This is an optimization exercise on Yosys and OpenROAD, whose aim is small area, a short achievable clock period and few clock cycles per item, not a production implementation. The RTL was checked by simulation tests, not by an equivalence proof against the original design.

Design winnow_key, start of the top module:
module winnow_key (
    input  wire        clk,
    input  wire        rst,
    input  wire        req_valid,
    output wire        req_ready,
    input  wire [31:0] req_period,
    input  wire [9:0]  req_n_inst,
    input  wire [15:0] req_i_pred,
    input  wire        req_pol,
    input  wire [15:0] req_p_sw,
    input  wire [7:0]  req_k_th,
    input  wire [7:0]  req_th_code,
    input  wire        cell_valid,
    output wire        cell_ready,
    input  wire        cell_last,
    input  wire [15:0] cell_vcap,
    input  wire [18:0] cell_tau,
    input  wire [23:0] cell_cgain,
    input  wire [7:0]  cell_temp,
    input  wire        cell_ins,
    input  wire [9:0]  cell_pos,
    output reg         out_valid,
    output reg         out_last,
    output reg  [33:0] out_ck
);
make LEC_CHECK=0 ABC_AREA=1 CAP_MARGIN=20 CORE_MARGIN=2 CORE_UTILIZATION=40 SLEW_MARGIN=20 finish   # period 25.0 ns
run.sh (not shown) runs the stock make flow with config.mk's settings and CLKGATE_MAP_FILE= SYNTH_SCRIPT=/design/flow/synth_recipe.tcl, a recipe that flattens the netlist after the stock synthesis.
Testbench counts at the start, summed over its fixed seeds: cycles 12,040, items 11,512.
Next try:
==> flow/flow/run.sh (new file) <==
#!/bin/bash
set -euo pipefail
bash standard.sh "BUFFER_PORTS_ARGS=-buffer_cell sky130_fd_sc_hd__buf_4" finish > flow_make.log 2>&1
==> flow/standard.sh (new file) <==
#!/bin/bash
# synth_recipe.tcl (not shown) runs the flow's synth.tcl, then flattens the netlist and writes it again
# the make line also repeats each setting of config.mk as NAME=value (left out here)
make -C /OpenROAD-flow-scripts/flow DESIGN_CONFIG=/design/flow/config.mk WORK_HOME=/design/flow/orfs CLKGATE_MAP_FILE= SYNTH_SCRIPT=/design/flow/synth_recipe.tcl "${@:-finish}"
removed: flow/run.sh
Effect: Die area is unchanged. Clock-buffer cell count goes up by 7.

* * *

Setup of run 1:
winnow_key, a different RTL version from the one above (not shown whole).
Size: roughly 410 flip-flops, roughly 210 I/O pins, about 0.045 mm2 of cells after synthesis.
export LEC_CHECK = 0
export ABC_AREA = 1
export CAP_MARGIN = 20
export CORE_MARGIN = 2
export CORE_UTILIZATION = 70
export CTS_CLUSTER_DIAMETER = 100
export CTS_CLUSTER_SIZE = 24
export SLEW_MARGIN = 20
create_clock -name core_clock -period 25.0 [get_ports {clk}]
standard.sh (not shown) runs the stock make flow with config.mk's settings and CLKGATE_MAP_FILE= SYNTH_SCRIPT=/design/flow/synth_recipe.tcl, a recipe that flattens the netlist after the stock synthesis.
==> flow/flow/run.sh <==
#!/bin/bash
set -euo pipefail
here=$(pwd)
bash standard.sh "BUFFER_PORTS_ARGS=-buffer_cell sky130_fd_sc_hd__buf_4" \
    "POST_GLOBAL_PLACE_TCL=$here/flow/input_buffers.tcl" finish > flow_make.log 2>&1
==> flow/flow/input_buffers.tcl <==
# After global placement: the standard flow has buffered every port with
# sky130_fd_sc_hd__buf_4 (BUFFER_PORTS_ARGS in run.sh); the inputs have timing
# slack, so their buffers are made sky130_fd_sc_hd__buf_1. The output buffers,
# which drive the output load, stay buf_4.
set n 0
foreach inst [get_cells input*] {
  if { [get_property $inst ref_name] == "sky130_fd_sc_hd__buf_4" } {
    replace_cell $inst sky130_fd_sc_hd__buf_1
    incr n
  }
}
puts "input port buffers made sky130_fd_sc_hd__buf_1: $n"
Run 1 has completed all stages; timing, DRC and antenna checks passed.
Testbench counts of run 1, summed over its fixed seeds: cycles 12,040, items 11,512.
The inputs of run 2 differ from those of run 1 as listed below.
diff --git a/flow/config.mk b/flow/config.mk
--- a/flow/config.mk
+++ b/flow/config.mk
@@ -9,5 +9,5 @@
 export CAP_MARGIN = 20
 export CORE_MARGIN = 2
-export CORE_UTILIZATION = 70
+export CORE_UTILIZATION = 40
 export CTS_CLUSTER_DIAMETER = 100
 export CTS_CLUSTER_SIZE = 24
### Flow results
- Run 2 ended with every stage complete and zero timing, DRC or antenna violations.
- Measured against each other, run 1 and run 2 differ in pre-CTS setup slack, the lower figure coming from run 1.
- Run 2: number of buffer and inverter stages on the critical path lower than run 1
What run 3 does differently from run 2 at the input level:
==> flow/flow/run.sh <==
#!/bin/bash
set -euo pipefail
here=$(pwd)
bash standard.sh "BUFFER_PORTS_ARGS=-buffer_cell sky130_fd_sc_hd__buf_4" \
    "POST_GLOBAL_PLACE_TCL=$here/flow/input_buffers.tcl" \
    "CTS_ARGS=-sink_clustering_enable -repair_clock_nets -sink_clustering_size 24 -sink_clustering_max_diameter 100 -sink_clustering_levels 1" finish > flow_make.log 2>&1
diff --git a/flow/config.mk b/flow/config.mk
--- a/flow/config.mk
+++ b/flow/config.mk
@@ -9,5 +9,5 @@
 export CAP_MARGIN = 20
 export CORE_MARGIN = 2
-export CORE_UTILIZATION = 40
+export CORE_UTILIZATION = 55
 export CTS_CLUSTER_DIAMETER = 100
 export CTS_CLUSTER_SIZE = 24
Findings:
- Run 3 vs. run 2: area of the die went down, setup slack has decreased, global-route wire length before repair -2.3%.
- Re via count: run 3 is about 0.5% down on run 2.
- Run 3 vs. run 2: final design area excluding fillers fell about 1.3%, wire length fell about 0.8%, non-clock buffer area fraction after layout about even.
- Routed metal-1 wirelength was lower in run 3 than in run 2.
Changes in run 4 relative to run 3:
==> flow/flow/run.sh <==
#!/bin/bash
set -euo pipefail
here=$(pwd)
bash standard.sh "BUFFER_PORTS_ARGS=-buffer_cell sky130_fd_sc_hd__buf_4" \
    "POST_GLOBAL_PLACE_TCL=$here/flow/input_buffers.tcl" finish > flow_make.log 2>&1
diff --git a/flow/config.mk b/flow/config.mk
--- a/flow/config.mk
+++ b/flow/config.mk
@@ -9,6 +9,6 @@
 export CAP_MARGIN = 20
 export CORE_MARGIN = 2
-export CORE_UTILIZATION = 55
-export CTS_CLUSTER_DIAMETER = 100
-export CTS_CLUSTER_SIZE = 24
+export CORE_UTILIZATION = 40
+export CTS_CLUSTER_DIAMETER = 80
+export CTS_CLUSTER_SIZE = 32
 export SLEW_MARGIN = 20
--- outcome ---
Compare run 4 and run 3 | sequential share of layout area higher: run 3. Run 3 → run 4: utilization after layout moved down; wire length of the first global-routing pass moved up; critical path's largest stage delay moved down; post-route worst setup slack moved down; met1 track demand over resource in global routing moved down. From run 3 to run 4 the numbers moved as follows: met2 layer wire length in the routed design has decreased; initial antenna violation count fell 5; routed wire length went up by about 0.56%. Diff run 4..run 3 | count of antenna-violating nets left after detailed routing | unchanged.
[inputs] run 5 vs run 4
==> flow/flow/run.sh <==
#!/bin/bash
set -euo pipefail
here=$(pwd)
bash standard.sh "BUFFER_PORTS_ARGS=-buffer_cell sky130_fd_sc_hd__buf_4" \
    "POST_GLOBAL_PLACE_TCL=$here/flow/input_buffers.tcl" \
    "CTS_ARGS=-repair_clock_nets" finish > flow_make.log 2>&1
diff --git a/flow/config.mk b/flow/config.mk
--- a/flow/config.mk
+++ b/flow/config.mk
@@ -9,6 +9,6 @@
 export CAP_MARGIN = 20
 export CORE_MARGIN = 2
-export CORE_UTILIZATION = 40
-export CTS_CLUSTER_DIAMETER = 80
-export CTS_CLUSTER_SIZE = 32
+export CORE_UTILIZATION = 55
+export CTS_CLUSTER_DIAMETER = 100
+export CTS_CLUSTER_SIZE = 24
 export SLEW_MARGIN = 20
Notes after the runs:
Run 5 completed every stage of the flow, and the final layout passed the timing, design-rule and antenna checks. Worst slack on hold paths delta (run 5 − run 4): unfavourable. On run 5: final cell count is about 6% lower than what run 4 gave. The routed wire length was comparable across run 4 and run 5. On clock network area share: between run 4 and run 5, it ends up lower for run 4.
Relative to run 5, the following input files were edited for run 6:
==> flow/flow/run.sh <==
#!/bin/bash
set -euo pipefail
here=$(pwd)
bash standard.sh "BUFFER_PORTS_ARGS=-buffer_cell sky130_fd_sc_hd__buf_4" \
    "POST_GLOBAL_PLACE_TCL=$here/flow/input_buffers.tcl" finish > flow_make.log 2>&1
diff --git a/flow/config.mk b/flow/config.mk
--- a/flow/config.mk
+++ b/flow/config.mk
@@ -9,6 +9,4 @@
 export CAP_MARGIN = 20
 export CORE_MARGIN = 2
-export CORE_UTILIZATION = 55
-export CTS_CLUSTER_DIAMETER = 100
-export CTS_CLUSTER_SIZE = 24
+export CORE_UTILIZATION = 40
 export SLEW_MARGIN = 20
Findings:
Run 6 | status: complete | timing, DRC, antenna: pass
The final reports for run 6 and run 5 show final worst slack higher in the former.
Diff run 5 -> run 6: count of unresolved DRC violations after routing comparable; final core utilization shrank by 15 points; average wire length per cell after detail routing went down.
Compared run 6 vs run 5, and global-route usage is down in run 6.
Reported for run 6 and run 5, number of buffers between clock root and the deepest sink turned out identical to the last digit.
Relative to run 5, area growth from synthesis to layout has increased by 2.0 points in run 6.
Run 6 vs run 5 — clock-buffer cell count climbed by more than 10%

static timing again, ports no longer ideal:
In the flow no input, the clock included, has a driving cell. The finished layouts below were timed again as built, in two steps. Step 1 assumes that a clkbuf_16 drives the clock port and a buf_2 every other input. Step 2 adds t to the input delays and takes it off the output delays; t is the mean of the earliest and latest rising clock arrival at the registers after step 1. Input paths then give back, and output paths get back, about the clock's delay inside the block. a / b / c = no drivers / after step 1 / after step 2; a / b = the first two.
run | t, ns | setup slack, ns | worst hold slack (ns) | clock arrival spread, ns | worst slew at a driven data input, ns
the first run of note 1 | 0.685 | 18.410 / 18.385 / 18.410 | 0.310 / 0.310 / 0.310 | 0.032 / 0.032 | 0.09
the second run of note 1 | 0.697 | 18.439 / 18.439 / 18.439 | 0.321 / 0.321 / 0.321 | 0.039 / 0.039 | 0.09
run 1 | 0.675 | 18.868 / 18.856 / 18.859 | 0.328 / 0.328 / 0.328 | 0.035 / 0.035 | 0.07
run 2 | 0.710 | 18.884 / 18.817 / 18.921 | 0.326 / 0.326 / 0.326 | 0.029 / 0.029 | 0.07
run 3 | 0.697 | 18.866 / 18.798 / 18.979 | 0.309 / 0.309 / 0.309 | 0.039 / 0.039 | 0.17
run 4 | 0.725 | 18.858 / 18.791 / 18.906 | 0.332 / 0.332 / 0.332 | 0.045 / 0.044 | 0.06
run 5 | 0.702 | 18.874 / 18.808 / 18.965 | 0.305 / 0.305 / 0.305 | 0.038 / 0.037 | 0.16
run 6 | 0.707 | 18.902 / 18.834 / 18.914 | 0.324 / 0.324 / 0.324 | 0.047 / 0.048 | 0.07
After both steps every run listed still meets setup and hold. For run 1, which loses most, drivers alone change the setup slack by -0.012 ns; drivers and shift together by -0.009 ns.
